This design comes from an exercise in tuning for small area, a short achievable clock period and few clock cycles per item on the open sky130 flow, not from production work.
Only simulation tests tie the RTL to the original design; equivalence was not proved.

==> flow/run.sh <==
#!/bin/bash
# synth_recipe.tcl (not shown) runs the flow's synth.tcl, then flattens the netlist and writes it again
# the make line also repeats each setting of config.mk as NAME=value (left out here)
make -C /OpenROAD-flow-scripts/flow DESIGN_CONFIG=/design/flow/config.mk WORK_HOME=/design/flow/orfs CLKGATE_MAP_FILE= SYNTH_SCRIPT=/design/flow/synth_recipe.tcl finish
==> flow/config.mk <==
export PLATFORM = sky130hd
export DESIGN_NAME = flk_digest
export DESIGN_NICKNAME = flk_digest
export VERILOG_FILES = /design/flow/design.v
export SDC_FILE = /design/flow/constraint.sdc
export NUM_CORES = 4
export LEC_CHECK = 0
export CAP_MARGIN = 20
export CORE_MARGIN = 2
export CORE_UTILIZATION = 40
export SLEW_MARGIN = 20
==> flow/constraint.sdc <==
create_clock -name core_clock -period 10.0 [get_ports {clk}]
set_input_delay 2.0000 -clock core_clock [delete_from_list [all_inputs] [get_ports {clk}]]
set_output_delay 2.0000 -clock core_clock [all_outputs]
set_load 0.01 [all_outputs]
==> flow/design.v <==
module flk_digest (
    input  wire          clk,
    input  wire          rst,
    input  wire          start,
    input  wire [63:0]   sec,
    input  wire [15:0]   tick_k,
    input  wire [15:0]   gen,
    input  wire [63:0]   ltc,
    input  wire [95:0]   dout,
    input  wire [63:0]   trip,
    input  wire [63:0]   bf_trip,
    input  wire [63:0]   wsum,
    input  wire [63:0]   wcnt,
    output wire          busy,
    output reg           done,
    output wire [127:0]  digest
);
    wire [511:0] rec = {wcnt, wsum, bf_trip, trip, dout, ltc, gen, tick_k, sec};
    reg [511:0] rec_words;
    integer i;
    always @(*) begin
        for (i = 0; i < 64; i = i + 1)
            rec_words[511 - 8*i -: 8] = rec[8*i +: 8];
    end
    function [63:0] csa;   
        input [31:0] x, y, z;
        begin
            csa[31:0]  = x ^ y ^ z;
            csa[63:32] = {((x[30:0] & y[30:0]) | (x[30:0] & z[30:0]) | (y[30:0] & z[30:0])), 1'b0};
        end
    endfunction
    reg          running;
    reg  [7:0]   n;
    reg  [31:0]  a, b, c, e, f, g;
    reg  [31:0]  p, q;          
    reg  [511:0] w;             
    reg  [31:0]  kp;            
    reg s_setup, s_w1, s_w4, s_w0, s_ff, s_f63, s_inj, s_rot, s_tail, s_gq, s_fin;
    assign busy = running;
    wire [31:0] w0  = w[511:480];
    wire [31:0] w1  = w[479:448];
    wire [31:0] w4  = w[383:352];
    wire [31:0] w9  = w[223:192];
    wire [31:0] w14 = w[63:32];
    wire [31:0] w15 = w[31:0];
    reg [31:0] kp_lo;
    always @(*) begin
        case (n[6:0])
            7'd0: kp_lo = 32'h71374491;
            7'd1: kp_lo = 32'hb5c0fbcf;
            7'd2: kp_lo = 32'he9b5dba5;
            7'd3: kp_lo = 32'h3956c25b;
            7'd4: kp_lo = 32'h59f111f1;
            7'd5: kp_lo = 32'h923f82a4;
            7'd6: kp_lo = 32'hab1c5ed5;
            7'd7: kp_lo = 32'hd807aa98;
            7'd8: kp_lo = 32'h12835b01;
            7'd9: kp_lo = 32'h243185be;
            7'd10: kp_lo = 32'h550c7dc3;
            7'd11: kp_lo = 32'h72be5d74;
            7'd12: kp_lo = 32'h80deb1fe;
            7'd13: kp_lo = 32'h9bdc06a7;
            7'd14: kp_lo = 32'hc19bf174;
            7'd15: kp_lo = 32'he49b69c1;
            7'd16: kp_lo = 32'hefbe4786;
            7'd17: kp_lo = 32'h0fc19dc6;
            7'd18: kp_lo = 32'h240ca1cc;
            7'd19: kp_lo = 32'h2de92c6f;
            7'd20: kp_lo = 32'h4a7484aa;
            7'd21: kp_lo = 32'h5cb0a9dc;
            7'd22: kp_lo = 32'h76f988da;
            7'd23: kp_lo = 32'h983e5152;
            7'd24: kp_lo = 32'ha831c66d;
            7'd25: kp_lo = 32'hb00327c8;
            7'd26: kp_lo = 32'hbf597fc7;
            7'd27: kp_lo = 32'hc6e00bf3;
            7'd28: kp_lo = 32'hd5a79147;
            7'd29: kp_lo = 32'h06ca6351;
            7'd30: kp_lo = 32'h14292967;
            7'd31: kp_lo = 32'h27b70a85;
            7'd32: kp_lo = 32'h2e1b2138;
            7'd33: kp_lo = 32'h4d2c6dfc;
            7'd34: kp_lo = 32'h53380d13;
            7'd35: kp_lo = 32'h650a7354;
            7'd36: kp_lo = 32'h766a0abb;
            7'd37: kp_lo = 32'h81c2c92e;
            7'd38: kp_lo = 32'h92722c85;
            7'd39: kp_lo = 32'ha2bfe8a1;
            7'd40: kp_lo = 32'ha81a664b;
            7'd41: kp_lo = 32'hc24b8b70;
            7'd42: kp_lo = 32'hc76c51a3;
            7'd43: kp_lo = 32'hd192e819;
            7'd44: kp_lo = 32'hd6990624;
            7'd45: kp_lo = 32'hf40e3585;
            7'd46: kp_lo = 32'h106aa070;
            7'd47: kp_lo = 32'h19a4c116;
            7'd48: kp_lo = 32'h1e376c08;
            7'd49: kp_lo = 32'h2748774c;
            7'd50: kp_lo = 32'h34b0bcb5;
            7'd51: kp_lo = 32'h391c0cb3;
            7'd52: kp_lo = 32'h4ed8aa4a;
            7'd53: kp_lo = 32'h5b9cca4f;
            7'd54: kp_lo = 32'h682e6ff3;
            7'd55: kp_lo = 32'h748f82ee;
            7'd56: kp_lo = 32'h78a5636f;
            7'd57: kp_lo = 32'h84c87814;
            7'd58: kp_lo = 32'h8cc70208;
            7'd59: kp_lo = 32'h90befffa;
            7'd60: kp_lo = 32'ha4506ceb;
            7'd61: kp_lo = 32'hbef9a3f7;
            7'd62: kp_lo = 32'h307b5f59;
            7'd63: kp_lo = 32'h1e6afcb1;
            7'd64: kp_lo = 32'h71374491;
            7'd65: kp_lo = 32'hb5c0fbcf;
            7'd66: kp_lo = 32'he9b5dba5;
            7'd67: kp_lo = 32'h3956c25b;
            7'd68: kp_lo = 32'h59f111f1;
            7'd69: kp_lo = 32'h923f82a4;
            7'd70: kp_lo = 32'hab1c5ed5;
            7'd71: kp_lo = 32'hd807aa98;
            7'd72: kp_lo = 32'h12835b01;
            7'd73: kp_lo = 32'h243185be;
            7'd74: kp_lo = 32'h550c7dc3;
            7'd75: kp_lo = 32'h72be5d74;
            7'd76: kp_lo = 32'h80deb1fe;
            7'd77: kp_lo = 32'h9bdc06a7;
            7'd78: kp_lo = 32'hc19bf374;
            7'd79: kp_lo = 32'h649b69c1;
            7'd80: kp_lo = 32'hf0fe4786;
            7'd81: kp_lo = 32'h0fe1edc6;
            7'd82: kp_lo = 32'h240cf254;
            7'd83: kp_lo = 32'h4fe9346f;
            7'd84: kp_lo = 32'h6cc984be;
            7'd85: kp_lo = 32'h61b9411e;
            7'd86: kp_lo = 32'h16f988fa;
            7'd87: kp_lo = 32'hf2c65152;
            7'd88: kp_lo = 32'ha88e5a6d;
            7'd89: kp_lo = 32'hb019fc65;
            7'd90: kp_lo = 32'hb9d99ec7;
            7'd91: kp_lo = 32'h9a1231c3;
            7'd92: kp_lo = 32'he70eeaa0;
            7'd93: kp_lo = 32'hfdb1232b;
            7'd94: kp_lo = 32'hc7353eb0;
            7'd95: kp_lo = 32'h3069bad5;
            7'd96: kp_lo = 32'hcb976d5f;
            7'd97: kp_lo = 32'h5a0f118f;
            7'd98: kp_lo = 32'hdc1eeefd;
            7'd99: kp_lo = 32'h0a35b689;
            7'd100: kp_lo = 32'hde0b7a04;
            7'd101: kp_lo = 32'h58f4ca9d;
            7'd102: kp_lo = 32'he15d5b16;
            7'd103: kp_lo = 32'h007f3e86;
            7'd104: kp_lo = 32'h37088980;
            7'd105: kp_lo = 32'ha507ea32;
            7'd106: kp_lo = 32'h6fab9537;
            7'd107: kp_lo = 32'h17406110;
            7'd108: kp_lo = 32'h0d8cd6f1;
            7'd109: kp_lo = 32'hcdaa3b6d;
            7'd110: kp_lo = 32'hc0bbbe37;
            7'd111: kp_lo = 32'h83613bda;
            7'd112: kp_lo = 32'hdb48a363;
            7'd113: kp_lo = 32'h0b02e931;
            7'd114: kp_lo = 32'h6fd15ca7;
            7'd115: kp_lo = 32'h521afaca;
            7'd116: kp_lo = 32'h31338431;
            7'd117: kp_lo = 32'h6ed41a95;
            7'd118: kp_lo = 32'h6d437890;
            7'd119: kp_lo = 32'hc39c91f2;
            7'd120: kp_lo = 32'h9eccabbd;
            7'd121: kp_lo = 32'hb5c9a0e6;
            7'd122: kp_lo = 32'h532fb63c;
            7'd123: kp_lo = 32'hd2c741c6;
            7'd124: kp_lo = 32'h07237ea3;
            7'd125: kp_lo = 32'ha4954b68;
            7'd126: kp_lo = 32'h4c191d76;
            7'd127: kp_lo = 32'ha54ff53a;
        endcase
    end
    wire [31:0] kp_next = n[7] ? 32'h0 : kp_lo;    
    wire [31:0] kq = kp ^ ({32{s_f63}} & 32'h27049428) ^ ({32{s_ff}} & 32'hddd00d5a);
    wire [31:0] wop = ({32{s_w1}} & w1) | ({32{s_w4}} & w4) | ({32{s_w0}} & w0);
    wire [31:0] S1  = {e[5:0], e[31:6]} ^ {e[10:0], e[31:11]} ^ {e[24:0], e[31:25]};
    wire [31:0] ch  = (e & f) ^ (~e & g);
    wire [31:0] S0  = {a[1:0], a[31:2]} ^ {a[12:0], a[31:13]} ^ {a[21:0], a[31:22]};
    wire [31:0] maj = (a & b) | (a & c) | (b & c);
    wire [63:0] ca1 = csa(S1, ch, S0);
    wire [63:0] ca2 = csa(ca1[31:0], ca1[63:32], maj);
    wire [63:0] ca3 = csa(ca2[31:0], ca2[63:32], p);
    wire [31:0] a_n = ca3[31:0] + ca3[63:32];
    wire [63:0] ce1 = csa(S1, ch, q);
    wire [31:0] e_n = ce1[31:0] + ce1[63:32];
    wire [63:0] cp1 = csa(g, wop, kp);
    wire [31:0] p_n = cp1[31:0] + cp1[63:32];
    wire [63:0] cq1 = csa(c, g & {32{~s_gq}}, wop);
    wire [63:0] cq2 = csa(cq1[31:0], cq1[63:32], kq);
    wire [31:0] q_n = cq2[31:0] + cq2[63:32];
    wire [31:0] s0w = {w1[6:0], w1[31:7]} ^ {w1[17:0], w1[31:18]} ^ (w1 >> 3);
    wire [31:0] s1w = {w14[16:0], w14[31:17]} ^ {w14[18:0], w14[31:19]} ^ (w14 >> 10);
    wire [63:0] cw1 = csa(s1w, s0w, w9);
    wire [63:0] cw2 = csa(cw1[31:0], cw1[63:32], w0);
    wire [31:0] wnew = cw2[31:0] + cw2[63:32];
    wire [31:0] w15_n = s_inj ? c : s_rot ? w0 : s_tail ? q : wnew;
    wire go = start && !running;
    wire [7:0] n1 = go ? 8'd0 : n + 8'd1;    
    always @(posedge clk) begin
        if (rst) begin
            running <= 1'b0;
            done    <= 1'b0;
        end else begin
            done <= running && s_fin;
            if (go)
                running <= 1'b1;
            else if (s_fin)
                running <= 1'b0;
        end
    end
    always @(posedge clk) begin
        if (go || running) begin
            n       <= n1;
            s_setup <= (n1 == 8'd0);
            s_w1    <= (n1 <= 8'd63);
            s_f63   <= (n1 == 8'd63);
            s_ff    <= (n1 == 8'd64);
            s_inj   <= (n1 >= 8'd64) && (n1 <= 8'd67);
            s_rot   <= (n1 == 8'd0) || ((n1 >= 8'd68) && (n1 <= 8'd128));
            s_w4    <= (n1 == 8'd127);
            s_w0    <= (n1 >= 8'd128);
            s_gq    <= (n1 >= 8'd128);
            s_tail  <= (n1 >= 8'd129);
            s_fin   <= (n1 == 8'd130);
        end
    end
    always @(posedge clk) begin
        kp <= go ? 32'h9e6afcb1 : kp_next;
        p  <= p_n;
        q  <= q_n;
        if (go) begin
            a <= 32'hbb67ae85;
            b <= 32'h3c6ef372;
            c <= 32'ha54ff53a;
            e <= 32'h9b05688c;
            f <= 32'h1f83d9ab;
            g <= 32'h0;
            w <= {rec_words[31:0], rec_words[511:32]};
        end else begin
            a <= s_setup ? 32'h6a09e667 : a_n;
            e <= s_setup ? 32'h510e527f : e_n;
            if (s_ff) begin
                b <= a + 32'hbb67ae85;
                c <= b + 32'h3c6ef372;
                f <= e + 32'h9b05688c;
                g <= f + 32'h1f83d9ab;
            end else begin
                b <= a;
                c <= b;
                f <= e;
                g <= f;
            end
            w <= {w[479:0], w15_n};
        end
    end
    assign digest = {c, q, w15, w[63:32]};
endmodule
==> results.json, run 1 <==
{
  "status": "timing/DRC/antenna clean",
  "cp_data_arrival_time_ns": 6.54,
  "synth-edff-count": 18,
  "maxCapViolCount": 0,
  "synth_common_cells": "nand2_1, dfxtp_1, inv_1, nor2_1, xnor2_1",
  "fin_nets": 7989,
  "dieArea_um2": 134000,
  "max_freq_mhz": 171,
  "critPathMaxStageDelay_ns": 0.91,
  "die_w_um": 366,
  "coreArea_um2": 130000,
  "ios": 645,
  "wire_per_inst_um": 27.1,
  "detail_route.iter0.violations": 5720,
  "period_minus_slack_ns": 5.86,
  "place.gp.congestion": 0.992,
  "rr_worst_depth": 15,
  "grt_pass1_wl_um": 338000,
  "setup_viol": 0,
  "num_rows": 132,
  "synth.net_count": 7647,
  "tritoncts": "built",
  "critPathRequiredTime_ns": 10.68,
  "instances_no_fill": 8888,
  "fill_cells": 12860,
  "grt_antenna_before_repair": 25,
  "register_area_um2": 17200,
  "grt_pass1_vias": 46049,
  "grt_use_total": 0.347,
  "timing.rr.end": "w[17]",
  "syn_inst": 6714,
  "hold_viol": 0,
  "multiInputGateArea_um2": 31300,
  "path_clk_slew_ns": 0.06,
  "vias_per_cell": 5.55,
  "r2r_start": "w[50]",
  "drive_above_1_share": 0.0387,
  "path_buf_inv": 0,
  "ctsRootBufferMaster": "clkbuf_16",
  "start_util": 0.404,
  "hp-class": "reg2reg",
  "grt_overflow_total": 0,
  "synth_area_um2": 52400,
  "async_flop_share": 0,
  "whs_path_depth": 2,
  "drc": 0,
  "crit_top_cell": "fa_1",
  "slowest_stage": "o311ai_1",
  "rsz0062_at_grt": "false",
  "crit_fanout": 5,
  "clockBufferDepth": 3,
  "dp.cells": 8699,
  "yosys.area.top_type": "dfxtp_1",
  "vias": 49368,
  "htreeDepth": 3,
  "fin_crit_sh": 0.586,
  "yosysTopAreaCellShare": 0.319,
  "cp-end-kind": "flip-flop",
  "ys_seq_area_frac": 0.329,
  "ys_seq_elements": 852,
  "post_cts_buffers": 0,
  "fin_setup_tns_ns": 0,
  "clk_latency_ns": 0.74,
  "start_kind": "flip-flop",
  "critical-path-top-delay-family": "compound AO/OA/AOI/OAI gates",
  "min_from": "w[224]",
  "yosysMostFrequentCell": "nand2_1",
  "yosys_warnings": 1,
  "drt-total-wl_um": 241000,
  "ys_top_cells_by_area": "dfxtp_1, nand2_1, fa_1",
  "grt_max_degree": 165,
  "slew_headroom": 0.122,
  "clock_sinks": 852,
  "dr.pass1.iters": 12,
  "ctsResizeCount": 0,
  "rrSetupSlack_ns": 4.14,
  "fp.dieH_um": 366,
  "area_delta_synth_final_pct": 20.3,
  "drtAntennaViolNets": 0,
  "worstMarginPinSlew_ns": 1.32,
  "port_buffers": 644,
  "slew_violations": 0,
  "synth_ff_type": "dfxtp_1",
  "ctsHoldBuffers": 0,
  "synth.distinct_cells": 90,
  "final.setup_skew_ns": 0.0296,
  "dp_hpwl_um": 188000,
  "crit_type": "reg2reg",
  "crit_chain": "xnor2_1 -> xnor2_1 -> fa_1 -> fa_1 -> ha_1 -> fa_1 -> a21o_1 -> a21oi_1 -> o21ai_1 -> and3_1 -> o21ba_1 -> o21ai_0 -> a31oi_1 -> o311ai_1 -> o21a_1",
  "hold_end": "w[256]",
  "syn_area_per_cell_um2": 7.80,
  "numCtsBuffers": 96
}
## registers in the layout, indices dropped and copies added, names as in the netlist, 8 cells and up
name	count
a	32
f	32
g	32
q	32
e	32
kp_lo	32
c	32
n	8
kp	32
w	512
b	32
p	32
## worst register-to-register path, cell delays in order, from the launching register on
cell and delay, ns:
dfxtp_1 0.55, xnor2_1 0.15, xnor2_1 0.73, fa_1 0.59, fa_1 0.47, ha_1 0.28, fa_1 0.48, a21o_1 0.20
a21oi_1 0.30, o21ai_1 0.17, and3_1 0.25, o21ba_1 0.21, o21ai_0 0.18, a31oi_1 0.11, o311ai_1 0.91, o21a_1 0.22
## layer usage
metal,vias up,wire length [um],global-route usage
li1,22645,-,-
met1,23932,100000,0.466
met2,2367,107000,0.539
met3,410,23200,0.0797
met4,14,10400,0.140
met5,-,90,0
## final cells by class
type | instances | area share
multi-input combinational | 4886 | 0.496
timing repair buffer | 712 | 0.111
clock inverter | 45 | 0.0104
tap | 1742 | 0.0346
antenna | 14 | 0.000556
clock buffer | 129 | 0.0433
inverter | 508 | 0.0303
sequential | 852 | 0.274
## cell families after synthesis
logic type | share of synthesized area
simple gates | 0.206
compound gates | 0.158
buf+inv | 0.0758
flops | 0.329
xor+xnor | 0.0894
fa+ha+maj | 0.137
mux | 0.00497
## how the worst max path moves through the flow
stage | to | from | cells past startpoint
2_1_floorplan | kp_lo[14] | start | 13
6_report | w[17] | w[50] | 15
3_5_place_dp | kp_lo[11] | start | 13
5_1_grt | q[31] | s_w1 | 17
3_3_place_gp | kp_lo[11] | start | 13
4_1_cts | w[17] | w[50] | 15
## cell usage in the layout (no fill, tap or decap), types with 83 or more instances in the layout
cell type / count
a21o_1: 89
a21oi_1: 305
clkbuf_16: 96
clkdlybuf4s50_1: 644
dfxtp_1: 834
fa_1: 236
ha_1: 182
inv_1: 503
nand2_1: 1793
nand3_1: 94
nor2_1: 351
nor3_1: 83
o21ai_0: 284
o21ai_1: 90
xnor2_1: 352
xor2_1: 181
## metrics by stage
stage	instance area (um2)	hold WS [ns]	utilization	worst slack (ns)
5_1_grt	63000	0.426	0.485	4.18
2_1_floorplan	52400	0.399	-	5.41
4_1_cts	63000	0.406	0.485	4.45
3_3_place_gp	59600	0.403	0.459	3.87
6_report	63000	0.421	0.485	4.14
3_5_place_dp	59600	0.403	0.459	3.90
Testbench counts, summed over its fixed seeds: cycles 158,400, items 1,200.
==> run 2: changes to the inputs <==
==> flow/flow/run.sh (new file) <==
#!/bin/bash
# The standard layout, with the smallest buffer (buf_1) as the port buffer
# that global placement puts on every input and output.
set -euo pipefail
export BUFFER_PORTS_ARGS="-buffer_cell sky130_fd_sc_hd__buf_1"
bash standard.sh > standard_flow.log 2>&1
==> flow/standard.sh (new file) <==
#!/bin/bash
# synth_recipe.tcl (not shown) runs the flow's synth.tcl, then flattens the netlist and writes it again
# the make line also repeats each setting of config.mk as NAME=value (left out here)
make -C /OpenROAD-flow-scripts/flow DESIGN_CONFIG=/design/flow/config.mk WORK_HOME=/design/flow/orfs CLKGATE_MAP_FILE= SYNTH_SCRIPT=/design/flow/synth_recipe.tcl "${@:-finish}"
--- a/flow/config.mk
+++ b/flow/config.mk
@@ -7,5 +7,7 @@
 export LEC_CHECK = 0
 export CAP_MARGIN = 20
 export CORE_MARGIN = 2
-export CORE_UTILIZATION = 40
+export CORE_UTILIZATION = 55
+export CTS_BUF_LIST = sky130_fd_sc_hd__clkbuf_8
+export SETUP_SLACK_MARGIN = 5
 export SLEW_MARGIN = 20
removed: flow/run.sh
==> run 2 against run 1 <==
  * First-iteration DRC count increased by 36%
  * Via count increased by 3.2%
  * Maximum frequency up 17%
  * Cell area is 7.4% lower
  * Largest cell class unchanged
  * Wire length fell by 8.1%
  * Non-clock buffer count increased by 30
  * Area after synthesis did not move
  * Synthesized cell count is the same
  * Critical endpoint is now q[30]
  * Still clean on timing, DRC and antenna
==> results.json, run 2 <==
{
  "status": "timing/DRC/antenna clean",
  "vias_per_cell": 5.97,
  "slew_violations": 0,
  "maxCapViolCount": 0,
  "num_rows": 113,
  "crit_chain": "buf_4 -> a222oi_1 -> fa_1 -> inv_1 -> fa_1 -> ha_1 -> nand2_1 -> o21ai_0 -> o21ai_0 -> and4b_1 -> o211ai_1 -> nand3_1 -> o21ai_0 -> xor2_1",
  "drc": 0,
  "crit_top_cell": "o21ai_0",
  "dp.cells": 8223,
  "grt_pass1_wl_um": 312000,
  "dieArea_um2": 97700,
  "fin_area_um2": 58400,
  "grt_use_total": 0.437,
  "yosysMostFrequentCell": "nand2_1",
  "clockBufferDepth": 3,
  "largest_register_ffs": 512,
  "fill_cells": 8851,
  "crit_fanout": 32,
  "tritoncts": "built",
  "place_area_um2": 54900,
  "final_common_cell": "nand2_1",
  "clk_latency_ns": 0.87,
  "fin_crit_sh": 0.500,
  "final_cell_mix": "nand2_1, dfxtp_1, buf_1",
  "die_w_um": 313,
  "ios": 645,
  "ys_seq_elements": 852,
  "r2r_start": "s_w4",
  "path_clk_slew_ns": 0.07,
  "numCtsBuffers": 146,
  "register_area_um2": 17300,
  "yosysTopAreaCellShare": 0.319,
  "syn_inst": 6714,
  "grt_pass1_vias": 46750,
  "slowest_stage": "a222oi_1",
  "grt_max_degree": 201,
  "start_util": 0.553,
  "drt-total-wl_um": 221000,
  "coreArea_um2": 94700,
  "crit_type": "reg2reg",
  "cp-end-kind": "flip-flop",
  "period_minus_slack_ns": 5.00,
  "startpoint": "s_w4",
  "endpoint": "q[30]",
  "vias": 50928,
  "yosys.area.top_type": "dfxtp_1",
  "ctsRootBufferMaster": "clkbuf_8",
  "synth.net_count": 7647,
  "async_flop_share": 0,
  "wire_per_inst_um": 25.9,
  "hold_viol": 0,
  "critPathRequiredTime_ns": 10.79,
  "start_kind": "flip-flop",
  "pre_cts_slack_ns": 4.55,
  "dp_hpwl_um": 171000,
  "ys_seq_area_frac": 0.329,
  "synth_ff_type": "dfxtp_1",
  "worstMarginPinSlew_ns": 1.28,
  "detail_route.iter0.violations": 7787,
  "area_delta_synth_final_pct": 11.4,
  "timing.rr.end": "q[30]",
  "hp-class": "reg2reg",
  "clock_sinks": 852,
  "grt_overflow_total": 0,
  "place.gp.congestion": 1.09,
  "port_buffers": 644,
  "yosys_warnings": 1,
  "critPathMaxStageDelay_ns": 0.74,
  "largest_register": "w",
  "synth_common_cells": "nand2_1, dfxtp_1, inv_1, nor2_1, xnor2_1",
  "setup_viol": 0,
  "rsz0062_at_grt": "true",
  "drtAntennaViolNets": 0,
  "final.setup_skew_ns": 0.0390,
  "fp.dieH_um": 313,
  "htreeDepth": 4,
  "rrSetupSlack_ns": 5.00,
  "synth_area_um2": 52400,
  "grt_antenna_before_repair": 29,
  "syn_area_per_cell_um2": 7.80,
  "slew_headroom": 0.148,
  "rr_worst_depth": 14,
  "fin_ws_ns": 5.00,
  "dr.pass1.iters": 11,
  "fin_nets": 8069,
  "fin_setup_tns_ns": 0,
  "max_freq_mhz": 200,
  "multiInputGateArea_um2": 31400,
  "ys_top_cells_by_area": "dfxtp_1, nand2_1, fa_1",
  "cp_data_arrival_time_ns": 5.78,
  "synth.distinct_cells": 90,
  "instances_no_fill": 8529,
  "drive_above_1_share": 0.0569,
  "synth-edff-count": 18
}
run 2: how the worst min path moves through the flow:
stage	from	to	slack, ns	cells after the start
after floorplan	w[68]	w[100]	0.40	2
after global placement	w[400]	w[432]	0.40	2
after detailed placement	w[99]	w[131]	0.40	2
after CTS	w[407]	w[439]	0.41	2
after global routing	w[74]	w[106]	0.43	2
final	w[393]	w[425]	0.41	2
run 2: metrics by stage:
step           hold WS (ns)  utilization
5_1_grt               0.426        0.616
6_report              0.415        0.616
3_5_place_dp          0.405        0.580
4_1_cts               0.414        0.612
2_1_floorplan         0.399            -
3_3_place_gp          0.401        0.580
run 2: what timing repair did:
item / in CTS / in global routing
setup endpoints to repair: 27 / 39
buffers inserted: 3 / 27
hold buffers: 0 / 0
resized for setup: 15 / 59
pin swaps: 2 / 21
run 2: kinds of logic (layout without fill, tap and decap cells):
kind of cell             after synthesis  in the layout  synth area share
XOR/XNOR                             534            534            0.0894
adder cells (fa/ha/maj)              436            436             0.137
multiplexers                          26             26           0.00497
AND/OR/NAND/NOR                     2605           2605             0.206
other                                  0             21                 0
buffers and inverters                976           1505            0.0758
flip-flops                           852            852             0.329
AO/OA/AOI/OAI                       1285           1285             0.158
run 2: worst max-delay path: cells and delay by family, from the launching register on:
family | cells | cell delay [ns]
DFF | 1 | 0.38
and+or+nand+nor | 3 | 0.60
AOI/OAI and AO/OA | 5 | 2.02
xor gates and xnor gates | 1 | 0.16
adders and majority gates | 3 | 1.37
buffers and inverters | 2 | 0.34
run 2: layout make-up:
cell class,instances,area share
repair buffers,742,0.0546
well taps,1265,0.0271
multi-input cells,4886,0.539
inverters,508,0.0327
diodes,21,0.000900
flip-flops and latches,852,0.296
clock buffers,171,0.0403
clock inverters,84,0.00958
run 2: per-layer routing:
layer	share of wire	up-vias	global-route usage
li1	-	22842	-
met3	0.13	669	0.130
met4	0.069	14	0.262
met1	0.38	24077	0.572
met5	0.00047	-	0
met2	0.42	3326	0.636
==> run 3: changes to the inputs <==
--- a/flow/design.v
+++ b/flow/design.v
@@ -31,8 +31,8 @@
     endfunction
     reg          running;
     reg  [7:0]   n;
-    reg  [31:0]  a, b, c, e, f, g;
-    reg  [31:0]  p, q;          
+    reg  [31:0]  a, b, c, d, e, f, g;
+    reg  [31:0]  p;             
     reg  [511:0] w;             
     reg  [31:0]  kp;            
     reg s_setup, s_w1, s_w4, s_w0, s_ff, s_f63, s_inj, s_rot, s_tail, s_gq, s_fin;
@@ -177,29 +177,26 @@
         endcase
     end
     wire [31:0] kp_next = n[7] ? 32'h0 : kp_lo;    
-    wire [31:0] kq = kp ^ ({32{s_f63}} & 32'h27049428) ^ ({32{s_ff}} & 32'hddd00d5a);
     wire [31:0] wop = ({32{s_w1}} & w1) | ({32{s_w4}} & w4) | ({32{s_w0}} & w0);
     wire [31:0] S1  = {e[5:0], e[31:6]} ^ {e[10:0], e[31:11]} ^ {e[24:0], e[31:25]};
     wire [31:0] ch  = (e & f) ^ (~e & g);
     wire [31:0] S0  = {a[1:0], a[31:2]} ^ {a[12:0], a[31:13]} ^ {a[21:0], a[31:22]};
     wire [31:0] maj = (a & b) | (a & c) | (b & c);
-    wire [63:0] ca1 = csa(S1, ch, S0);
-    wire [63:0] ca2 = csa(ca1[31:0], ca1[63:32], maj);
-    wire [63:0] ca3 = csa(ca2[31:0], ca2[63:32], p);
+    wire [63:0] cx  = csa(p, S1, ch);                   
+    wire [63:0] ca2 = csa(cx[31:0], cx[63:32], S0);
+    wire [63:0] ca3 = csa(ca2[31:0], ca2[63:32], maj);
     wire [31:0] a_n = ca3[31:0] + ca3[63:32];
-    wire [63:0] ce1 = csa(S1, ch, q);
-    wire [31:0] e_n = ce1[31:0] + ce1[63:32];
-    wire [63:0] cp1 = csa(g, wop, kp);
+    wire [63:0] ce2 = csa(cx[31:0], cx[63:32], d);
+    wire [31:0] e_n = ce2[31:0] + ce2[63:32];
+    wire [63:0] cp1 = csa(s_gq ? c : g, wop, kp);
     wire [31:0] p_n = cp1[31:0] + cp1[63:32];
-    wire [63:0] cq1 = csa(c, g & {32{~s_gq}}, wop);
-    wire [63:0] cq2 = csa(cq1[31:0], cq1[63:32], kq);
-    wire [31:0] q_n = cq2[31:0] + cq2[63:32];
+    wire [31:0] d_n = c + (({32{s_f63}} & 32'he7046c18) | ({32{s_ff}} & 32'ha54ff53a));
     wire [31:0] s0w = {w1[6:0], w1[31:7]} ^ {w1[17:0], w1[31:18]} ^ (w1 >> 3);
     wire [31:0] s1w = {w14[16:0], w14[31:17]} ^ {w14[18:0], w14[31:19]} ^ (w14 >> 10);
     wire [63:0] cw1 = csa(s1w, s0w, w9);
     wire [63:0] cw2 = csa(cw1[31:0], cw1[63:32], w0);
     wire [31:0] wnew = cw2[31:0] + cw2[63:32];
-    wire [31:0] w15_n = s_inj ? c : s_rot ? w0 : s_tail ? q : wnew;
+    wire [31:0] w15_n = s_inj ? c : s_rot ? w0 : s_tail ? p : wnew;
     wire go = start && !running;
     wire [7:0] n1 = go ? 8'd0 : n + 8'd1;    
     always @(posedge clk) begin
@@ -233,7 +230,7 @@
     always @(posedge clk) begin
         kp <= go ? 32'h9e6afcb1 : kp_next;
         p  <= p_n;
-        q  <= q_n;
+        d  <= d_n;
         if (go) begin
             a <= 32'hbb67ae85;
             b <= 32'h3c6ef372;
@@ -259,5 +256,5 @@
             w <= {w[479:0], w15_n};
         end
     end
-    assign digest = {c, q, w15, w[63:32]};
+    assign digest = {c, p, w15, w[63:32]};
 endmodule
==> flow/flow/run.sh (replaced) <==
#!/bin/bash
# The standard layout, with the smallest buffer (buf_1) as the port buffer
# that global placement puts on every input and output, and the timing
# repair aiming 6 ns below the clock period.
set -euo pipefail
export BUFFER_PORTS_ARGS="-buffer_cell sky130_fd_sc_hd__buf_1"
export SETUP_SLACK_MARGIN=6
bash standard.sh > standard_flow.log 2>&1
--- a/flow/config.mk
+++ b/flow/config.mk
@@ -7,7 +7,6 @@
 export LEC_CHECK = 0
 export CAP_MARGIN = 20
 export CORE_MARGIN = 2
-export CORE_UTILIZATION = 55
+export CORE_UTILIZATION = 50
 export CTS_BUF_LIST = sky130_fd_sc_hd__clkbuf_8
-export SETUP_SLACK_MARGIN = 5
 export SLEW_MARGIN = 20
==> run 3 against run 2 <==
  * Global-route usage decreased by 1.9 points
  * Count of clock-buffer cells in the layout rose by 6
  * Still clean on timing, DRC and antenna
  * Sequential cell count unchanged
  * Wire length up 2.0%
  * Critical path depth grew 5
  * Highest routed layer unchanged
  * Sequential share of layout area fell by 0.75 points
  * Critical endpoint is now a[29]
==> results.json, run 3 <==
{
  "status": "timing/DRC/antenna clean",
  "maxCapViolCount": 0,
  "slew_headroom": 0.215,
  "async_flop_share": 0,
  "clock_sinks": 852,
  "start_util": 0.506,
  "worstMarginPinSlew_ns": 1.18,
  "crit_top_cell": "xnor2_2",
  "vias": 48880,
  "grt_pass1_vias": 45253,
  "ys_seq_elements": 852,
  "coreArea_um2": 98700,
  "clk_latency_ns": 0.86,
  "pre_cts_slack_ns": 4.46,
  "final_cell_mix": "nand2_1, dfxtp_1, buf_1",
  "fin_setup_tns_ns": 0,
  "hp-class": "reg2reg",
  "drive_above_1_share": 0.150,
  "place.gp.congestion": 1.05,
  "drt-total-wl_um": 226000,
  "r2r_start": "e[26]",
  "ys_seq_area_frac": 0.345,
  "yosys_warnings": 1,
  "largest_register": "w",
  "grt_max_degree": 216,
  "dp_hpwl_um": 165000,
  "fp.dieH_um": 320,
  "drtAntennaViolNets": 0,
  "largest_register_ffs": 512,
  "cp-end-kind": "flip-flop",
  "final_common_cell": "nand2_1",
  "crit_type": "reg2reg",
  "syn_inst": 6266,
  "cp_data_arrival_time_ns": 5.08,
  "yosysMostFrequentCell": "nand2_1",
  "wire_per_inst_um": 27.4,
  "dr.pass1.iters": 13,
  "fill_cells": 8915,
  "grt_overflow_total": 0,
  "register_area_um2": 17500,
  "grt_pass1_wl_um": 311000,
  "synth-edff-count": 18,
  "rsz0062_at_grt": "true",
  "port_buffers": 644,
  "grt_use_total": 0.417,
  "ctsRootBufferMaster": "clkbuf_8",
  "dieArea_um2": 103000,
  "synth_ff_type": "dfxtp_1",
  "hold_viol": 0,
  "area_delta_synth_final_pct": 21.2,
  "start_kind": "flip-flop",
  "synth.net_count": 7148,
  "min_from": "w[315]",
  "period_minus_slack_ns": 4.42,
  "critPathRequiredTime_ns": 10.65,
  "yosys.area.top_type": "dfxtp_1",
  "final.setup_skew_ns": 0.0415,
  "crit_chain": "xnor2_2 -> xnor2_2 -> fa_2 -> xnor2_2 -> xnor2_2 -> fa_1 -> inv_2 -> ha_4 -> inv_2 -> fa_2 -> nor2b_4 -> o221ai_2 -> a32oi_2 -> a32o_2 -> a21oi_4 -> o21a_4 -> o211ai_1 -> and3_1 -> o21ai_1",
  "slew_violations": 0,
  "syn_area_per_cell_um2": 7.98,
  "fin_ws_ns": 5.58,
  "startpoint": "e[26]",
  "setup_viol": 0,
  "yosysTopAreaCellShare": 0.334,
  "synth_area_um2": 50000,
  "path_clk_slew_ns": 0.06,
  "ios": 645,
  "detail_route.iter0.violations": 6611,
  "die_w_um": 320,
  "vias_per_cell": 5.93,
  "critPathMaxStageDelay_ns": 0.53,
  "grt_antenna_before_repair": 27,
  "slowest_stage": "fa_2",
  "crit_fanout": 3,
  "fin_nets": 7699,
  "max_freq_mhz": 226,
  "ys_top_cells_by_area": "dfxtp_1, nand2_1, fa_1",
  "tritoncts": "built",
  "fin_crit_sh": 0.442,
  "clockBufferDepth": 3,
  "synth.distinct_cells": 94,
  "htreeDepth": 4,
  "num_rows": 115,
  "multiInputGateArea_um2": 32500,
  "path_buf_inv": 2,
  "ctsHoldBuffers": 0,
  "critical-path-top-delay-family": "adder cells",
  "drc": 0,
  "synth_common_cells": "nand2_1, dfxtp_1, clkbuf_1, inv_1, a21oi_1",
  "numCtsBuffers": 150
}
-- run 3: changes by cell type in the layout (fill, tap and decap cells not counted), moves of 44 or more --
cell / previous run / this run
dfxtp_1: 799 / 741
dfxtp_4: 1 / 50
ha_1: 182 / 125
o21ai_0: 282 / 237
nor2_1: 352 / 272
buf_4: 91 / 169
nand2_1: 1792 / 1650
fa_1: 236 / 175
xnor2_2: 17 / 61
xnor2_1: 336 / 243
inv_1: 556 / 353
-- run 3: cell type report --
type | count | area share
multi-input combinational | 4605 | 0.537
clock buffer | 177 | 0.0402
tap | 1287 | 0.0266
clock inverter | 85 | 0.00965
inverter | 334 | 0.0209
timing repair buffer | 874 | 0.0760
sequential | 852 | 0.289
antenna | 24 | 0.000992
-- run 3: worst register-to-register path: cells and delay by family, from the launching register on --
kind / cells / cell delay, ns
AND/OR/NAND/NOR: 2 / 0.32
adder cells (fa/ha/maj): 4 / 1.48
buffers and inverters: 2 / 0.12
XOR/XNOR: 4 / 0.73
flip-flops: 1 / 0.37
AO/OA/AOI/OAI: 7 / 1.19
-- run 3: path summary, 6_finish.rpt --
path            end  slack (ns)  cells after the start
max           a[29]        5.58                     19
min          w[347]        0.41                      2
min reg2reg  w[347]        0.41                      2
max reg2reg   a[29]        5.58                     19
-- run 3: cells by family (layout without fill, tap and decap cells) --
logic type,Yosys count,after routing,share of synthesized area
AOI/OAI and AO/OA,1215,1218,0.155
xor gates and xnor gates,520,520,0.0914
adders and majority gates,407,407,0.129
buffers and inverters,813,1470,0.0668
DFF,852,852,0.345
muxes,78,79,0.0164
other,0,24,0
and+or+nand+nor,2381,2381,0.196
-- run 3: timing repair --
action / in CTS / in global routing
gates resized for setup: 414 / 364
pin swaps: 148 / 190
buffers inserted: 89 / 84
cloned: 3 / 5
setup endpoints to repair: 137 / 123
-- run 3: per-layer routing --
| layer | global-route usage | routed length, um |
|---|---|---|
| met1 | 0.559 | 88700 |
| met5 | 0 | 191 |
| met4 | 0.179 | 11200 |
| met3 | 0.122 | 28100 |
| met2 | 0.626 | 97500 |
-- run 3: metrics by stage --
stage          cell area, um2  utilization  hold slack [ns]  instances
5_1_grt                 60600        0.613            0.425       8232
6_report                60600        0.614            0.415       8238
4_1_cts                 58000        0.588            0.409       8125
3_3_place_gp            52600        0.533            0.402       7771
3_5_place_dp            52600        0.533            0.405       7771
2_1_floorplan           50400            -            0.376       6266
Testbench counts of run 3, summed over its fixed seeds: cycles 158,400, items 1,200.
==> run 4: changes to the inputs <==
--- a/flow/config.mk
+++ b/flow/config.mk
@@ -9,4 +9,6 @@
 export CORE_MARGIN = 2
 export CORE_UTILIZATION = 50
 export CTS_BUF_LIST = sky130_fd_sc_hd__clkbuf_8
+export CTS_CLUSTER_DIAMETER = 60
+export CTS_CLUSTER_SIZE = 16
 export SLEW_MARGIN = 20
==> run 4 against run 3 <==
  * Clock skew is 0.0017 ns lower
  * Critical path type unchanged
  * Register-to-register slack got worse by 0.14 ns
  * Highest routed layer unchanged
  * Cell area fell by 1.6%
  * Critical path depth is 2 higher
  * Still clean on timing, DRC and antenna
==> results.json, run 4 <==
{
  "synth.distinct_cells": 94,
  "slew_headroom": 0.171,
  "drc": 0,
  "coreArea_um2": 98700,
  "rrSetupSlack_ns": 5.44,
  "fin_area_um2": 59600,
  "slowest_stage": "fa_2",
  "synth.net_count": 7148,
  "grt_use_total": 0.415,
  "num_rows": 115,
  "clk_latency_ns": 0.81,
  "yosys.area.top_type": "dfxtp_1",
  "clockBufferDepth": 3,
  "fin_nets": 7642,
  "grt_antenna_before_repair": 27,
  "fin_crit_sh": 0.456,
  "grt_pass1_wl_um": 310000,
  "ctsRootBufferMaster": "clkbuf_8",
  "maxCapViolCount": 0,
  "drt-total-wl_um": 224000,
  "fin_setup_tns_ns": 0,
  "fin_util": 0.604,
  "dr.pass1.iters": 10,
  "final.setup_skew_ns": 0.0399,
  "place_area_um2": 52600,
  "instances_no_fill": 8136,
  "crit_type": "reg2reg",
  "crit_fanout": 6,
  "path_clk_slew_ns": 0.10,
  "cp_data_arrival_time_ns": 5.19,
  "syn_inst": 6266,
  "critPathMaxStageDelay_ns": 0.58,
  "dp.cells": 7771,
  "register_area_um2": 17500,
  "crit_chain": "xor2_2 -> xnor2_2 -> fa_2 -> inv_2 -> ha_1 -> inv_1 -> fa_1 -> inv_2 -> ha_4 -> inv_2 -> fa_2 -> nor2b_4 -> o221ai_2 -> a32oi_2 -> a32o_2 -> a21oi_4 -> o21a_2 -> buf_4 -> o21ai_2 -> xnor2_1 -> nand2_1",
  "multiInputGateArea_um2": 32500,
  "yosysMostFrequentCell": "nand2_1",
  "tritoncts": "built",
  "wire_per_inst_um": 27.6,
  "grt_max_degree": 216,
  "status": "timing/DRC/antenna clean",
  "grt_overflow_total": 0,
  "clock_sinks": 852,
  "ys_seq_elements": 852,
  "largest_register": "w",
  "fin_ws_ns": 5.44,
  "synth_common_cells": "nand2_1, dfxtp_1, clkbuf_1, inv_1, a21oi_1",
  "htreeDepth": 3,
  "start_util": 0.506,
  "vias_per_cell": 5.95,
  "grt_pass1_vias": 44874,
  "final_common_cell": "nand2_1",
  "area_delta_synth_final_pct": 19.2,
  "worstMarginPinSlew_ns": 1.23,
  "ys_seq_area_frac": 0.345,
  "ios": 645,
  "yosys_warnings": 1,
  "dieArea_um2": 103000,
  "drtAntennaViolNets": 0,
  "async_flop_share": 0,
  "pre_cts_slack_ns": 4.46,
  "drive_above_1_share": 0.143,
  "synth_ff_type": "dfxtp_1",
  "detail_route.iter0.violations": 6303,
  "ctsHoldBuffers": 0,
  "fp.dieH_um": 320,
  "vias": 48438,
  "numCtsBuffers": 93,
  "die_w_um": 320,
  "hold_viol": 0,
  "hp-class": "reg2reg",
  "yosysTopAreaCellShare": 0.334,
  "syn_area_per_cell_um2": 7.98,
  "final_cell_mix": "nand2_1, dfxtp_1, buf_1",
  "max_freq_mhz": 219,
  "dp_hpwl_um": 165000,
  "fill_cells": 9015,
  "period_minus_slack_ns": 4.56,
  "setup_viol": 0,
  "place.gp.congestion": 1.05,
  "ys_top_cells_by_area": "dfxtp_1, nand2_1, fa_1",
  "synth-edff-count": 18,
  "start_kind": "flip-flop",
  "critPathRequiredTime_ns": 10.63,
  "synth_area_um2": 50000,
  "slew_violations": 0,
  "port_buffers": 644,
  "cp-end-kind": "flip-flop",
  "rsz0062_at_grt": "true",
  "largest_register_ffs": 512,
  "crit_top_cell": "inv_2"
}
-- run 4: cell counts after synthesis --
No cell type changed its count.
-- run 4: critical path: cells and delay by family, from the launching register on --
kind,cells,cell delay [ns]
AOI/OAI and AO/OA,6,1.14
xor gates and xnor gates,3,0.51
adders and majority gates,5,1.73
buffers and inverters,5,0.39
DFF,1,0.41
and+or+nand+nor,2,0.21
-- run 4: cells by family after synthesis --
kind of cell | synth area share
xor gates and xnor gates | 0.0914
AOI/OAI and AO/OA | 0.155
buffers and inverters | 0.0668
muxes | 0.0164
adders and majority gates | 0.129
DFF | 0.345
and+or+nand+nor | 0.196
-- run 4: metrics by stage --
| stage | hold slack [ns] |
|---|---|
| final | 0.407 |
| after global routing | 0.434 |
| after CTS | 0.415 |
| after detailed placement | 0.405 |
| after global placement | 0.402 |
| after floorplan | 0.376 |
-- run 4: final cells by class --
| cell class | count | share of cell area |
|---|---|---|
| Sequential cell | 852 | 0.293 |
| Timing Repair Buffer | 875 | 0.0777 |
| Tap cell | 1287 | 0.0270 |
| Clock buffer | 98 | 0.0226 |
| Clock inverter | 63 | 0.0122 |
| Antenna cell | 23 | 0.000966 |
| Multi-Input combinational cell | 4604 | 0.545 |
| Inverter | 334 | 0.0214 |
-- run 4: metal layers --
layer | vias up | track usage | routed length, um
met1 | 23158 | 0.552 | 88400
met3 | 643 | 0.130 | 27600
li1 | 21699 | - | -
met4 | 16 | 0.178 | 11900
met2 | 2922 | 0.620 | 96100
met5 | - | 0 | 149
-- run 4: worst paths after layout --
| kind | startpoint | to | cells past startpoint |
|---|---|---|---|
| max reg2reg | e[25] | a[27] | 21 |
| min | w[289] | w[321] | 2 |
| max | e[25] | a[27] | 21 |
| min reg2reg | w[289] | w[321] | 2 |
-- run 4: timing repair --
item	4_1_cts	5_1_grt
pin swaps	167	189
buffers inserted	109	66
cloned	3	3
resized for setup	484	289
endpoints found under the hold margin	0	0
endpoints found under the setup margin	135	121
==> run 5: changes to the inputs <==
--- a/flow/config.mk
+++ b/flow/config.mk
@@ -7,8 +7,9 @@
 export LEC_CHECK = 0
 export CAP_MARGIN = 20
 export CORE_MARGIN = 2
-export CORE_UTILIZATION = 50
+export CORE_UTILIZATION = 55
 export CTS_BUF_LIST = sky130_fd_sc_hd__clkbuf_8
 export CTS_CLUSTER_DIAMETER = 60
 export CTS_CLUSTER_SIZE = 16
+export PLACE_DENSITY = 0.7
 export SLEW_MARGIN = 20
==> run 5 against run 4 <==
  * Cell area down 0.59%
  * Global-route usage rose by 2.7 points
  * Clock skew rose by 0.014 ns
==> results.json, run 5 <==
{
  "largest_register": "w",
  "grt.busiest_layer": "met2",
  "crit_fanout": 3,
  "synth.distinct_cells": 94,
  "synth_area_um2": 50000,
  "cp-end-kind": "flip-flop",
  "use_met2": 0.637,
  "largest_register_ffs": 512,
  "critPathRequiredTime_ns": 10.60,
  "crit_type": "reg2reg",
  "grt_antenna_before_repair": 23,
  "slew_headroom": 0.235,
  "yosys_warnings": 1,
  "detail_route.iter0.violations": 7220,
  "worstMarginPinSlew_ns": 1.15,
  "synth_fa_ha_area_frac": 0.129,
  "fp.dieH_um": 305,
  "start_kind": "flip-flop",
  "drc": 0,
  "die_w_um": 305,
  "synth_compound_area_frac": 0.155,
  "vias_per_cell": 6.14,
  "place.gp.congestion": 1.03,
  "drive_above_1_share": 0.139,
  "ys_seq_area_frac": 0.345,
  "synth-edff-count": 18,
  "final.setup_skew_ns": 0.0535,
  "fin_crit_sh": 0.463,
  "dr.pass1.iters": 9,
  "num_rows": 110,
  "vias": 49136,
  "syn_area_per_cell_um2": 7.98,
  "synth_common_cells": "nand2_1, dfxtp_1, clkbuf_1, inv_1, a21oi_1",
  "wire_per_inst_um": 27.6,
  "drt-total-wl_um": 220000,
  "clock_sinks": 852,
  "drtAntennaViolNets": 0,
  "place_area_um2": 52500,
  "grt_use_met1": 0.578,
  "final_common_cell": "nand2_1",
  "maxCapViolCount": 0,
  "path_clk_slew_ns": 0.10,
  "yosysMostFrequentCell": "nand2_1",
  "start_util": 0.555,
  "ys_seq_elements": 852,
  "tritoncts": "built",
  "async_flop_share": 0,
  "dp_hpwl_um": 159000,
  "yosysTopAreaCellShare": 0.334,
  "ios": 645,
  "clockBufferDepth": 3,
  "clk_latency_ns": 0.80,
  "whs_ns": 0.410,
  "gr-usage-met3": 0.165,
  "fin_setup_tns_ns": 0,
  "numCtsBuffers": 83,
  "slew_violations": 0,
  "synth_top_family_by_area": "simple AND/OR/NAND/NOR gates",
  "final_cell_mix": "nand2_1, dfxtp_1, buf_1",
  "port_buffers": 644,
  "cp_data_arrival_time_ns": 5.23,
  "coreArea_um2": 90000,
  "period_minus_slack_ns": 4.63,
  "setup_viol": 0,
  "synthSimpleGateAreaFrac": 0.196,
  "max_freq_mhz": 216,
  "dieArea_um2": 93300,
  "ctsRootBufferMaster": "clkbuf_8",
  "hold_viol": 0,
  "fin_nets": 7636,
  "ys_top_cells_by_area": "dfxtp_1, nand2_1, fa_1",
  "area_delta_synth_final_pct": 18.5,
  "rsz0062_at_grt": "true",
  "synth_mux_area_frac": 0.0164,
  "fin_area_um2": 59200,
  "grt_use_total": 0.442,
  "hp-class": "reg2reg",
  "grt_overflow_total": 0,
  "yosys.area.top_type": "dfxtp_1",
  "yosys.area_share.xor_xnor": 0.0914,
  "grt_pass1_wl_um": 301000,
  "status": "timing/DRC/antenna clean",
  "grt_max_degree": 243,
  "synth_ff_type": "dfxtp_1",
  "syn_inst": 6266,
  "synth.net_count": 7148,
  "htreeDepth": 3,
  "grt_pass1_vias": 44385
}
-- run 5: cells by family (layout without fill, tap and decap cells) --
family / Yosys count / after routing
multiplexers: 78 / 79
AO/OA/AOI/OAI: 1215 / 1217
flip-flops: 852 / 852
adder cells (fa/ha/maj): 407 / 407
buffers and inverters: 813 / 1349
AND/OR/NAND/NOR: 2381 / 2381
XOR/XNOR: 520 / 520
other: 0 / 16
-- run 5: worst max-delay path, stage by stage (launching register included) --
cell and delay (ns):
dfxtp_4 0.39, xnor2_4 0.22, xnor2_4 0.12, fa_2 0.66, xnor2_4 0.10, xnor2_2 0.20, fa_1 0.45, inv_2 0.08
ha_4 0.13, inv_2 0.04, fa_2 0.38, nor2b_4 0.15, o221ai_4 0.11, a32oi_2 0.27, a32o_2 0.30, a21oi_4 0.10
o21a_4 0.23, o211ai_1 0.24, and3_1 0.20, o21ai_1 0.07
-- run 5: worst paths after layout --
path                               start  endpoint  slack [ns]  cells past startpoint
worst max register to register     e[26]     a[29]        5.37                     19
worst max-delay path               e[26]     a[29]        5.37                     19
worst min-delay path            kp_lo[1]     kp[1]        0.41                      1
worst min register to register  kp_lo[1]     kp[1]        0.41                      1
-- run 5: timing repair --
action	CTS	global route
setup buffers	91	83
gates resized for setup	463	306
setup endpoints to repair	186	206
hold buffers	0	0
hold endpoints to repair	0	0
pin swaps	155	216
cloned	5	4
-- run 5: metrics by stage --
step	utilization	cells	setup slack (ns)
floorplan	-	6266	5.69
global placement	0.583	7662	4.08
detailed placement	0.583	7662	4.09
global route	0.658	7991	5.31
finish	0.658	7997	5.37
CTS	0.632	7894	5.52
-- run 5: cell type report --
type	count	area, um2
Multi-Input combinational cell	4604	32500
Fill cell	7642	30800
Timing Repair Buffer	879	4720
Clock buffer	89	1220
Clock inverter	47	527
Inverter	334	1280
Antenna cell	16	40.0
Tap cell	1176	1470
Sequential cell	852	17500
-- run 5: layer usage --
metal | routed length, um | up-vias
met5 | 120 | -
met4 | 13400 | 8
met3 | 31400 | 708
met2 | 92300 | 3516
met1 | 83200 | 23257
li1 | - | 21647
==> run 6: changes to the inputs <==
--- a/flow/design.v
+++ b/flow/design.v
@@ -35,12 +35,14 @@
     reg  [31:0]  p;             
     reg  [511:0] w;             
     reg  [31:0]  kp;            
+    reg  [31:0]  ws;            
     reg s_setup, s_w1, s_w4, s_w0, s_ff, s_f63, s_inj, s_rot, s_tail, s_gq, s_fin;
     assign busy = running;
     wire [31:0] w0  = w[511:480];
     wire [31:0] w1  = w[479:448];
+    wire [31:0] w2  = w[447:416];
     wire [31:0] w4  = w[383:352];
-    wire [31:0] w9  = w[223:192];
+    wire [31:0] w10 = w[191:160];
     wire [31:0] w14 = w[63:32];
     wire [31:0] w15 = w[31:0];
     reg [31:0] kp_lo;
@@ -191,11 +193,11 @@
     wire [63:0] cp1 = csa(s_gq ? c : g, wop, kp);
     wire [31:0] p_n = cp1[31:0] + cp1[63:32];
     wire [31:0] d_n = c + (({32{s_f63}} & 32'he7046c18) | ({32{s_ff}} & 32'ha54ff53a));
-    wire [31:0] s0w = {w1[6:0], w1[31:7]} ^ {w1[17:0], w1[31:18]} ^ (w1 >> 3);
+    wire [31:0] s0w = {w2[6:0], w2[31:7]} ^ {w2[17:0], w2[31:18]} ^ (w2 >> 3);
     wire [31:0] s1w = {w14[16:0], w14[31:17]} ^ {w14[18:0], w14[31:19]} ^ (w14 >> 10);
-    wire [63:0] cw1 = csa(s1w, s0w, w9);
-    wire [63:0] cw2 = csa(cw1[31:0], cw1[63:32], w0);
-    wire [31:0] wnew = cw2[31:0] + cw2[63:32];
+    wire [63:0] cw1 = csa(w10, s0w, w1);
+    wire [31:0] ws_n = cw1[31:0] + cw1[63:32];
+    wire [31:0] wnew = s1w + ws;
     wire [31:0] w15_n = s_inj ? c : s_rot ? w0 : s_tail ? p : wnew;
     wire go = start && !running;
     wire [7:0] n1 = go ? 8'd0 : n + 8'd1;    
@@ -230,6 +232,7 @@
     always @(posedge clk) begin
         kp <= go ? 32'h9e6afcb1 : kp_next;
         p  <= p_n;
+        ws <= ws_n;
         d  <= d_n;
         if (go) begin
             a <= 32'hbb67ae85;
--- a/flow/config.mk
+++ b/flow/config.mk
@@ -7,9 +7,6 @@
 export LEC_CHECK = 0
 export CAP_MARGIN = 20
 export CORE_MARGIN = 2
-export CORE_UTILIZATION = 55
+export CORE_UTILIZATION = 50
 export CTS_BUF_LIST = sky130_fd_sc_hd__clkbuf_8
-export CTS_CLUSTER_DIAMETER = 60
-export CTS_CLUSTER_SIZE = 16
-export PLACE_DENSITY = 0.7
 export SLEW_MARGIN = 20
==> run 6 against run 5 <==
  * Worst setup slack got worse by 0.21 ns
  * Synthesized cell count is 4.2% higher
  * First-iteration DRC count fell by 13%
  * Non-clock buffer count decreased by 55
  * Wire length increased by 6.3%
  * Worst hold slack worse by 0.0094 ns
  * Clock skew is 0.0048 ns lower
  * Area after synthesis increased by 3.7%
  * Critical path type unchanged
  * Critical endpoint is now a[27]
  * Largest cell class unchanged
==> results.json, run 6 <==
{
  "ys_seq_elements": 884,
  "ys_top_cells_by_area": "dfxtp_1, nand2_1, fa_1",
  "synth_common_cells": "nand2_1, dfxtp_1, inv_1, o21ai_0, xnor2_1",
  "yosysMostFrequentCell": "nand2_1",
  "detail_route.iter0.violations": 6267,
  "instances_no_fill": 8574,
  "clockBufferDepth": 3,
  "crit_chain": "xor2_2 -> xnor2_2 -> fa_2 -> xor2_2 -> xnor2_1 -> fa_1 -> ha_4 -> nor2b_2 -> o21a_1 -> o21a_1 -> o31ai_4 -> buf_12 -> a21oi_4 -> o2111a_1 -> o31a_1 -> or4_1 -> and2_1",
  "dp_hpwl_um": 175000,
  "area_delta_synth_final_pct": 18.0,
  "num_rows": 118,
  "fin_nets": 7935,
  "fin_util": 0.593,
  "rsz0062_at_grt": "true",
  "rrSetupSlack_ns": 5.16,
  "slew_headroom": 0.246,
  "grt_use_total": 0.422,
  "htreeDepth": 4,
  "critical-path-top-delay-family": "compound AO/OA/AOI/OAI gates",
  "place_area_um2": 54900,
  "hp-class": "reg2reg",
  "crit_type": "reg2reg",
  "coreArea_um2": 103000,
  "endpoint": "a[27]",
  "startpoint": "e[14]",
  "synth_ff_type": "dfxtp_1",
  "clk_latency_ns": 0.90,
  "vias": 51267,
  "critPathMaxStageDelay_ns": 0.52,
  "ctsHoldBuffers": 0,
  "routedLengthMet1_um": 93000,
  "crit_fanout": 4,
  "start_util": 0.502,
  "whs_ns": 0.400,
  "syn_inst": 6530,
  "syn_area_per_cell_um2": 7.94,
  "multiInputGateArea_um2": 32400,
  "critPathRequiredTime_ns": 10.78,
  "fill_cells": 9625,
  "vias_per_cell": 5.98,
  "cp-end-kind": "flip-flop",
  "ios": 645,
  "synth-edff-count": 18,
  "start_kind": "flip-flop",
  "slowest_stage": "fa_2",
  "fin_ws_ns": 5.16,
  "final.setup_skew_ns": 0.0487,
  "maxCapViolCount": 0,
  "final_cell_mix": "nand2_1, dfxtp_1, buf_1",
  "grt_overflow_total": 0,
  "top_layer": "met5",
  "met2RoutedLength_um": 100000,
  "numCtsBuffers": 155,
  "yosysTopAreaCellShare": 0.335,
  "largest_register": "w",
  "rr_worst_depth": 17,
  "path_clk_slew_ns": 0.07,
  "yosys.area.top_type": "dfxtp_1",
  "max_freq_mhz": 207,
  "die_w_um": 326,
  "period_minus_slack_ns": 4.84,
  "cp_data_arrival_time_ns": 5.62,
  "slew_violations": 0,
  "pre_cts_slack_ns": 4.23,
  "crit_cells": 17,
  "synth.distinct_cells": 88,
  "wire_per_inst_um": 27.3,
  "fin_setup_tns_ns": 0,
  "setup_viol": 0,
  "place.gp.congestion": 1.04,
  "wl_met3_um": 25900,
  "status": "timing/DRC/antenna clean",
  "grt_max_degree": 238,
  "timing.rr.end": "a[27]",
  "drive_above_1_share": 0.114,
  "path_buf_inv": 1,
  "drtAntennaViolNets": 0,
  "r2r_start": "e[14]",
  "drt-total-wl_um": 234000,
  "ys_seq_area_frac": 0.345,
  "async_flop_share": 0,
  "grt_pass1_vias": 47229,
  "fin_area_um2": 61100,
  "port_buffers": 644,
  "drc": 0,
  "largest_register_ffs": 512,
  "register_area_um2": 18000,
  "fp.dieH_um": 326,
  "tritoncts": "built",
  "worstMarginPinSlew_ns": 1.13,
  "clock_sinks": 884,
  "final_common_cell": "nand2_1",
  "grt_antenna_before_repair": 22,
  "grt_pass1_wl_um": 327000,
  "dp.cells": 8168,
  "dieArea_um2": 106000,
  "synth_area_um2": 51800,
  "fin_crit_sh": 0.484,
  "synth.net_count": 7413,
  "hold_viol": 0,
  "dr.pass1.iters": 9,
  "ctsRootBufferMaster": "clkbuf_8",
  "yosys_warnings": 1
}
run 6: worst register-to-register path: cells and delay by family (launching register included):
kind                       cells  cell delay [ns]
DFF                            1             0.36
adders and majority gates      3             1.28
AOI/OAI and AO/OA              6             1.35
buffers and inverters          1             0.16
xor gates and xnor gates       4             0.89
and+or+nand+nor                3             0.70
run 6: cells by family after synthesis:
group,count (synthesis),synth area share
compound gates,1335,0.167
buf+inv,829,0.0652
mux,83,0.0166
flops,884,0.345
xor+xnor,522,0.0882
fa+ha+maj,408,0.120
simple gates,2469,0.198
run 6: repair_timing:
action                                  CTS  global route
pin swaps                               104           102
endpoints found under the setup margin  275           200
endpoints found under the hold margin     0             0
resized for setup                       281           169
cloned                                    6             1
setup buffers                            67            33
run 6: worst min-delay path by stage:
stage / start / end / cells past startpoint
floorplan: c[0] / d[0] / 0
global placement: w[105] / w[137] / 2
detailed placement: w[325] / w[357] / 2
CTS: w[302] / w[334] / 2
global route: w[392] / w[424] / 2
finish: w[302] / w[334] / 2
run 6: area by class of cell:
cell class | instances | share of cell area
clock buffer | 206 | 0.0464
inverter | 368 | 0.0230
tap | 1380 | 0.0282
multi-input combinational | 4819 | 0.529
antenna | 13 | 0.000532
clock inverter | 80 | 0.0100
timing repair buffer | 824 | 0.0683
sequential | 884 | 0.294
run 6: per-layer routing:
metal | GRT usage | vias to the layer above
met5 | 0 | -
met4 | 0.227 | 18
met3 | 0.101 | 646
met2 | 0.631 | 3199
met1 | 0.562 | 24524
li1 | - | 22880
Testbench counts of run 6, summed over its fixed seeds: cycles 158,400, items 1,200.

## re-timing with driven ports
No port has a modelled driver above. Below, the same layouts with a new extraction and two added sets of constraints.
Step 1 assumes that a clkbuf_16 drives the clock port and a buf_2 every other input.
Step 2 also shifts input and output timing later by t, the mid clock arrival at the registers, as if the neighbouring blocks saw the same clock.
Three values: ideal ports, drivers, drivers and shift; two values: the first two.
run | shift t [ns] | slack for setup (ns) | clock arrival spread, ns
run 1 | 0.793 | 4.136 / 4.136 / 3.704 | 0.033 / 0.032
run 2 | 0.913 | 5.004 / 5.004 / 4.312 | 0.045 / 0.045
run 3 | 0.905 | 5.575 / 5.575 / 5.078 | 0.052 / 0.052
run 4 | 0.855 | 5.436 / 5.436 / 5.170 | 0.049 / 0.048
run 5 | 0.831 | 5.370 / 5.370 / 5.157 | 0.054 / 0.053
run 6 | 0.947 | 5.162 / 5.162 / 5.080 | 0.051 / 0.051
After both steps setup and hold are still met in every run listed. For run 2, which loses most, drivers alone change the setup slack by 0.000 ns; drivers and shift together by -0.692 ns.
